Background: an optimization exercise with open tools, aiming at small area, a short achievable clock period and few clock cycles. Do not read the settings as production practice.
Only simulation tests tie the RTL to the original design; equivalence was not proved.

## gcm_lane
module gcm_lane (
    input  wire         clk,
    input  wire         rst,
    input  wire         start_valid,
    output wire         start_ready,
    input  wire [127:0] start_key,
    input  wire [95:0]  start_iv,
    input  wire         start_decrypt,
    input  wire         in_valid,
    output wire         in_ready,
    input  wire [127:0] in_data,
    input  wire [4:0]   in_bytes,
    input  wire         in_aad,
    input  wire         in_last,
    output reg          out_valid,
    output reg  [127:0] out_data,
    output reg          tag_valid,
    output reg  [127:0] tag
);
    localparam integer GD     = 26;                     
    localparam integer GSTEPS = (128 + GD - 1) / GD;    
    localparam integer XW     = GSTEPS * GD;            
    localparam integer PAD    = XW - 128;
    localparam JOB_P1 = 1'b0,     
               JOB_PN = 1'b1;     
    function [127:0] byte_mask;
        input [4:0] n;
        integer b;
        begin
            for (b = 0; b < 16; b = b + 1)
                byte_mask[127 - 8*b -: 8] = (b < n) ? 8'hff : 8'h00;
        end
    endfunction
    function [7:0] xtime;
        input [7:0] b;
        begin
            xtime = {b[6:0], 1'b0} ^ (b[7] ? 8'h1b : 8'h00);
        end
  ...
Size: ~22000 cells after synthesis, roughly 2200 flip-flops, ~620 I/O pins, ~0.19 sq mm of cells after synthesis.
export LEC_CHECK = 0
export CAP_MARGIN = 30
export CORE_MARGIN = 2
export CORE_UTILIZATION = 35
export SETUP_SLACK_MARGIN = 5
export SLEW_MARGIN = 30
export SYNTH_HIERARCHICAL = 1
create_clock -name core_clock -period 10.0 [get_ports {clk}]
standard.sh (not shown) runs the stock make flow with config.mk's settings and CLKGATE_MAP_FILE= SYNTH_SCRIPT=/design/flow/synth_recipe.tcl, a recipe that flattens the netlist after the stock synthesis.
==> flow/flow/run.sh <==
#!/bin/bash
set -euo pipefail
REPAIR_MARGIN=5.8
W=$PWD
rm -rf "$W/scripts_abc"
cp -r "$FLOW_HOME/scripts" "$W/scripts_abc"
cp "$W/flow/abc_speed.script" "$W/scripts_abc/abc_speed.script"
python3 - "$W/scripts_abc/synth.tcl" <<'PY'
import sys
p = sys.argv[1]
s = open(p).read()
old = "  log_cmd abc {*}$abc_args\n"
assert s.count(old) == 1, "synth.tcl: abc call not found"
s = s.replace(old, """  # the GHASH step keeps ORFS's own mapping; the rest gets the XOR-friendly one
  set abc_args_std [lreplace $abc_args 1 1 $::env(FLOW_HOME)/scripts/abc_speed.script]
  log_cmd abc {*}$abc_args_std gcm_ghash_step
  log_cmd abc {*}$abc_args gcm_lane gcm_sbox
""")
open(p, "w").write(s)
PY
bash "$W/standard.sh" SCRIPTS_DIR="$W/scripts_abc" synth > "$W/run_synth.log" 2>&1
if [[ -n "$REPAIR_MARGIN" ]]; then
  bash "$W/standard.sh" SETUP_SLACK_MARGIN="$REPAIR_MARGIN" > "$W/run_layout.log" 2>&1
else
  bash "$W/standard.sh" > "$W/run_layout.log" 2>&1
fi
==> flow/flow/abc_speed.script <==
strash
&get -n
&fraig -x
&put
scorr
dc2
strash
dch -f
&get -n
&nf -p
&put
The first run completed with no timing, DRC or antenna violations.
Testbench counts at the start, summed over its fixed seeds: cycles 35,118.
Edit:
--- a/flow/flow/run.sh
+++ b/flow/flow/run.sh
@@ -1,5 +1,5 @@
 #!/bin/bash
 set -euo pipefail
-REPAIR_MARGIN=5.8
+REPAIR_MARGIN=5.65
 W=$PWD
 rm -rf "$W/scripts_abc"
- CORE_UTILIZATION: 35 -> 45
After rerunning:
- design area fell by a few percent
- register-to-register slack gets worse by 0.09 ns
- global-route usage climbs by 8.1 points
- worst hold slack gets better by 0.044 ns
- cell count goes down by a few percent
- wire length goes down by a few percent
Edit:
- CORE_UTILIZATION: 45 -> 25
The new run finished with timing, DRC and antenna clean; setup slack improved by 0.27 ns; final area rises by 2.2%; core utilization came out lower by 22 points; first-iteration DRC count increases by 1.9%.

---

== run A ==
gcm_lane, a different RTL version from the one above (not shown whole).
Size in the first run: roughly 22000 cells after synthesis, ~2200 flip-flops, about 620 I/O pins.
==> flow/config.mk <==
export PLATFORM = sky130hd
export DESIGN_NAME = gcm_lane
export DESIGN_NICKNAME = gcm_lane
export VERILOG_FILES = /design/flow/design.v
export SDC_FILE = /design/flow/constraint.sdc
export NUM_CORES = 8
export LEC_CHECK = 0
export CAP_MARGIN = 30
export CORE_MARGIN = 2
export CORE_UTILIZATION = 40
export SETUP_SLACK_MARGIN = 5
export SLEW_MARGIN = 30
export SYNTH_HIERARCHICAL = 1
==> flow/constraint.sdc <==
create_clock -name core_clock -period 10.0 [get_ports {clk}]
set_input_delay 2.0000 -clock core_clock [delete_from_list [all_inputs] [get_ports {clk}]]
set_output_delay 2.0000 -clock core_clock [all_outputs]
set_load 0.01 [all_outputs]
==> flow/flow/run.sh <==
#!/bin/bash
set -euo pipefail
REPAIR_MARGIN=5.5
W=$PWD
rm -rf "$W/scripts_abc"
cp -r "$FLOW_HOME/scripts" "$W/scripts_abc"
cp "$W/flow/abc_speed.script" "$W/scripts_abc/abc_speed.script"
python3 - "$W/scripts_abc/synth.tcl" <<'PY'
import sys
p = sys.argv[1]
s = open(p).read()
old = "  log_cmd abc {*}$abc_args\n"
assert s.count(old) == 1, "synth.tcl: abc call not found"
s = s.replace(old, """  # the GHASH step keeps ORFS's own mapping; the rest gets the XOR-friendly one
  set abc_args_std [lreplace $abc_args 1 1 $::env(FLOW_HOME)/scripts/abc_speed.script]
  log_cmd abc {*}$abc_args_std gcm_ghash_step
  log_cmd abc {*}$abc_args gcm_lane gcm_sbox
""")
open(p, "w").write(s)
PY
bash "$W/standard.sh" SCRIPTS_DIR="$W/scripts_abc" synth > "$W/run_synth.log" 2>&1
if [[ -n "$REPAIR_MARGIN" ]]; then
  bash "$W/standard.sh" SETUP_SLACK_MARGIN="$REPAIR_MARGIN" > "$W/run_layout.log" 2>&1
else
  bash "$W/standard.sh" > "$W/run_layout.log" 2>&1
fi
==> flow/flow/abc_speed.script <==
strash
&get -n
&fraig -x
&put
scorr
dc2
strash
&get -n
&dch -f
&nf
&put
Testbench counts of run A, summed over its fixed seeds: cycles 35,169.
Modified inputs, run B compared to run A
--- a/flow/flow/run.sh
+++ b/flow/flow/run.sh
@@ -2,3 +2,3 @@
 set -euo pipefail
-REPAIR_MARGIN=5.5
+REPAIR_MARGIN=${REPAIR_MARGIN:-}
 W=$PWD
Notes after the runs:
- In the tables for run B and run A, final period demand of the worst path reads higher with run B.
- Per the comparison of run B with run A, overall track demand over capacity in global routing lost 0.34 points; worst setup slack after layout lost 0.36 ns.
- Compared to run A, the router laid down less metal wire for run B.

---

gcm_lane, a different RTL version from the one above (not shown whole).
For scale: ~22000 cells after synthesis, about 620 I/O pins, about 0.19 sq mm of cells after synthesis.
export LEC_CHECK = 0
export CAP_MARGIN = 30
export CORE_MARGIN = 2
export CORE_UTILIZATION = 40
export SETUP_SLACK_MARGIN = 5
export SLEW_MARGIN = 30
export SYNTH_HIERARCHICAL = 1
create_clock -name core_clock -period 10.0 [get_ports {clk}]
==> flow/flow/run.sh <==
#!/bin/bash
set -euo pipefail
REPAIR_MARGIN=5.5
W=$PWD
rm -rf "$W/scripts_abc"
cp -r "$FLOW_HOME/scripts" "$W/scripts_abc"
cp "$W/flow/abc_speed.script" "$W/scripts_abc/abc_speed.script"
python3 - "$W/scripts_abc/synth.tcl" <<'PY'
import sys
p = sys.argv[1]
s = open(p).read()
old = "  log_cmd abc {*}$abc_args\n"
assert s.count(old) == 1, "synth.tcl: abc call not found"
s = s.replace(old, """  # the GHASH step keeps ORFS's own mapping; the rest gets the XOR-friendly one
  set abc_args_std [lreplace $abc_args 1 1 $::env(FLOW_HOME)/scripts/abc_speed.script]
  log_cmd abc {*}$abc_args_std gcm_ghash_step
  log_cmd abc {*}$abc_args gcm_lane gcm_sbox
""")
open(p, "w").write(s)
PY
bash "$W/standard.sh" SCRIPTS_DIR="$W/scripts_abc" synth > "$W/run_synth.log" 2>&1
if [[ -n "$REPAIR_MARGIN" ]]; then
  bash "$W/standard.sh" SETUP_SLACK_MARGIN="$REPAIR_MARGIN" > "$W/run_layout.log" 2>&1
else
  bash "$W/standard.sh" > "$W/run_layout.log" 2>&1
fi
Scripts as last shown in full above: flow/flow/abc_speed.script
Testbench counts at the start, summed over its fixed seeds: cycles 35,058.
Edit:
==> flow/flow/abc_speed.script (replaced) <==
strash
&get -n
&fraig -x
&put
scorr
dc2
strash
dch -f
&get -n
&nf -p
&put
- The changed run went through all stages and came out clean
- setup slack improved by 86 ps
- clock skew came out lower by 30 ps
- routed wire length came out lower by 1.7%
- via count came out lower by 3.0%
- core utilization came out lower by 1.1 points
Edit:
--- a/flow/flow/run.sh
+++ b/flow/flow/run.sh
@@ -2,3 +2,3 @@
 set -euo pipefail
-REPAIR_MARGIN=5.5
+REPAIR_MARGIN=5.65
 W=$PWD
What happened:
- critical path depth is higher by 6
- wire length increases by 1.6%
- design area is higher by about 1.7%
- sequential share of layout area fell by 0.42 points
- die area stays the same

---

run 1:
RTL: one of the versions met above, not the one the previous note started from.
Size in the first run: about 22,000 cells after synthesis, about 620 I/O pins.
export LEC_CHECK = 0
export CAP_MARGIN = 30
export CORE_MARGIN = 2
export CORE_UTILIZATION = 40
export SETUP_SLACK_MARGIN = 5
export SLEW_MARGIN = 30
export SYNTH_HIERARCHICAL = 1
create_clock -name core_clock -period 10.0 [get_ports {clk}]
==> flow/flow/run.sh <==
#!/bin/bash
set -euo pipefail
REPAIR_MARGIN=5.65
W=$PWD
rm -rf "$W/scripts_abc"
cp -r "$FLOW_HOME/scripts" "$W/scripts_abc"
cp "$W/flow/abc_speed.script" "$W/scripts_abc/abc_speed.script"
python3 - "$W/scripts_abc/synth.tcl" <<'PY'
import sys
p = sys.argv[1]
s = open(p).read()
old = "  log_cmd abc {*}$abc_args\n"
assert s.count(old) == 1, "synth.tcl: abc call not found"
s = s.replace(old, """  # the GHASH step keeps ORFS's own mapping; the rest gets the XOR-friendly one
  set abc_args_std [lreplace $abc_args 1 1 $::env(FLOW_HOME)/scripts/abc_speed.script]
  log_cmd abc {*}$abc_args_std gcm_ghash_step
  log_cmd abc {*}$abc_args gcm_lane gcm_sbox
""")
open(p, "w").write(s)
PY
bash "$W/standard.sh" SCRIPTS_DIR="$W/scripts_abc" synth > "$W/run_synth.log" 2>&1
if [[ -n "$REPAIR_MARGIN" ]]; then
  bash "$W/standard.sh" SETUP_SLACK_MARGIN="$REPAIR_MARGIN" > "$W/run_layout.log" 2>&1
else
  bash "$W/standard.sh" > "$W/run_layout.log" 2>&1
fi
==> flow/flow/abc_speed.script <==
strash
dc2
dch -f
&get -n
&nf -p
&put
Testbench counts of run 1, summed over its fixed seeds: cycles 35,118.
Edits applied to the flow inputs when going from run 1 to run 2:
-- flow/flow/run.sh --
<<< run 1, line 2
set -euo pipefail
REPAIR_MARGIN=5.65
W=$PWD
>>> run 2, line 2
set -euo pipefail
REPAIR_MARGIN=5.5
W=$PWD
==> flow/flow/abc_speed.script <==
strash
&get -n
&fraig -x
&put
scorr
dc2
strash
dch -f
&get -n
&nf -p
&put
- Cmp run 1 and run 2 / fill cell total of the finished layout / higher: run 2
- Final-layout clock buffer total in run 2 is 1.3% above run 1.
- Run 2 vs run 1, post-synthesis share of cell area spent on xor and xnor gates went down by 0.75 points.
- Compared to run 1, run 2 was floorplanned on a smaller die.
- Looking at run 1 and run 2, the time the worst path needs with I/O delays and setup is a wash.
- On die outline width, run 1 and run 2 are basically level.
- The critical path class comes out flop to primary output in one run and primary input to flop in the other, namely in run 2 and run 1 respectively.
- Compared with run 1, run 2 shows post-route met1 wirelength lower by about 2%.
- Min layout overhead on the synthesized area across run 1 and run 2: run 2
Modified inputs, run 3 compared to run 2
Settings: CORE_UTILIZATION now 35, was 40.
-- flow/flow/run.sh --
<<< run 2, line 2
set -euo pipefail
REPAIR_MARGIN=5.5
W=$PWD
>>> run 3, line 2
set -euo pipefail
REPAIR_MARGIN=5.65
W=$PWD
Results
- Run 3 went all the way through synthesis, placement and routing and the layout is clean on timing, DRC and antenna.
- Re minimum clock period: run 2 and run 3 aren't equal, and the lower value belongs to run 3.
- On die area, the lower figure sits with run 2, not run 3.
- STATUS worst clock skew: run 3 loses against run 2
- Setup WNS run 2 -> run 3: better
Changes in run 4 relative to run 3:
Settings: changing CORE_UTILIZATION from 35 to 30.
- Changes observed in run 4 relative to run 3: combined flip-flop and latch cell area has remained practically unchanged, initial core utilization fell by 5.1 points.
- The met3 track utilization from global routing in run 4 sits 3.2 points below the value recorded for run 3.
- | area overhead of the layout relative to synthesis | run 4 vs run 3 | 0.95 points higher |
- Run 4 ends up with lower overall routing resource usage than run 3 does.
- Setup slack at placement on run 4 is down relative to run 3.
- Run 4 against run 3: post-route cell area now larger, final core utilization dropped 5.6 points, number of gates resized after cts went up about 23%, final setup slack of the worst path down 77 ps.
Input-level comparison between run 5 and run 4:
Settings: changing CORE_UTILIZATION from 30 to 40.
--- outcome ---
- met1 track utilization from global routing in run 5 is 10 points above run 4.
- On non-clock inverter instance count of the final layout: run 5 sits below run 4.
- Run 4 → run 5: critical path depth has remained practically unchanged, post-synthesis to final-layout area growth has decreased.
- Run 4 ended up with more cell instances than run 5 did.
- Compared with run 4, run 5 has extra setup slack.
- Between run 4 and run 5, the required time at the endpoint of the critical path does not differ in any meaningful way.
- Between run 4 and run 5, the difference in clock buffer and inverter area fraction after layout is negligible.

-- static timing again, ports no longer ideal --
In the flow no input, the clock included, has a driving cell. The finished layouts below were timed again as built, in two steps. Step 1 assumes that a clkbuf_16 drives the clock port and a buf_2 every other input. Step 2 moves the port delays by t, midway between the first and last clock arrival at a register: inputs arrive t later, outputs are due t later. That takes back most of the time a late clock gives input paths. a / b / c = ideal / step 1 / step 2; a / b = the first two.
run	t (ns)	setup slack, ns	latest minus earliest clock arrival (ns)	worst data-port slew with drivers (ns)
the first run of note 1	1.090	5.460 / 5.325 / 4.507	0.107 / 0.106	0.42
the second run of note 1	1.065	5.086 / 4.966 / 4.361	0.089 / 0.088	0.40
the third run of note 1	1.102	5.355 / 5.288 / 4.374	0.099 / 0.098	0.42
run A	1.097	5.382 / 5.382 / 4.446	0.093 / 0.092	0.40
run B	1.095	5.026 / 5.026 / 4.081	0.086 / 0.085	0.39
the first run of note 3	1.062	5.347 / 5.347 / 4.517	0.104 / 0.105	0.37
the second run of note 3	1.087	5.434 / 5.322 / 4.522	0.076 / 0.076	0.35
the third run of note 3	1.099	5.548 / 5.491 / 4.657	0.075 / 0.075	0.36
run 1	1.107	5.380 / 5.444 / 4.377	0.116 / 0.115	0.41
run 2	1.139	5.381 / 5.249 / 4.209	0.129 / 0.129	0.39
run 3	1.087	5.458 / 5.326 / 4.351	0.108 / 0.108	0.42
run 4	1.105	5.381 / 5.266 / 4.353	0.116 / 0.117	0.42
run 5	1.147	5.384 / 5.249 / 4.424	0.131 / 0.131	0.39
After both steps setup and hold are still met in every run listed. For run 2, which loses most, drivers alone change the setup slack by -0.132 ns; drivers and shift together by -1.172 ns.
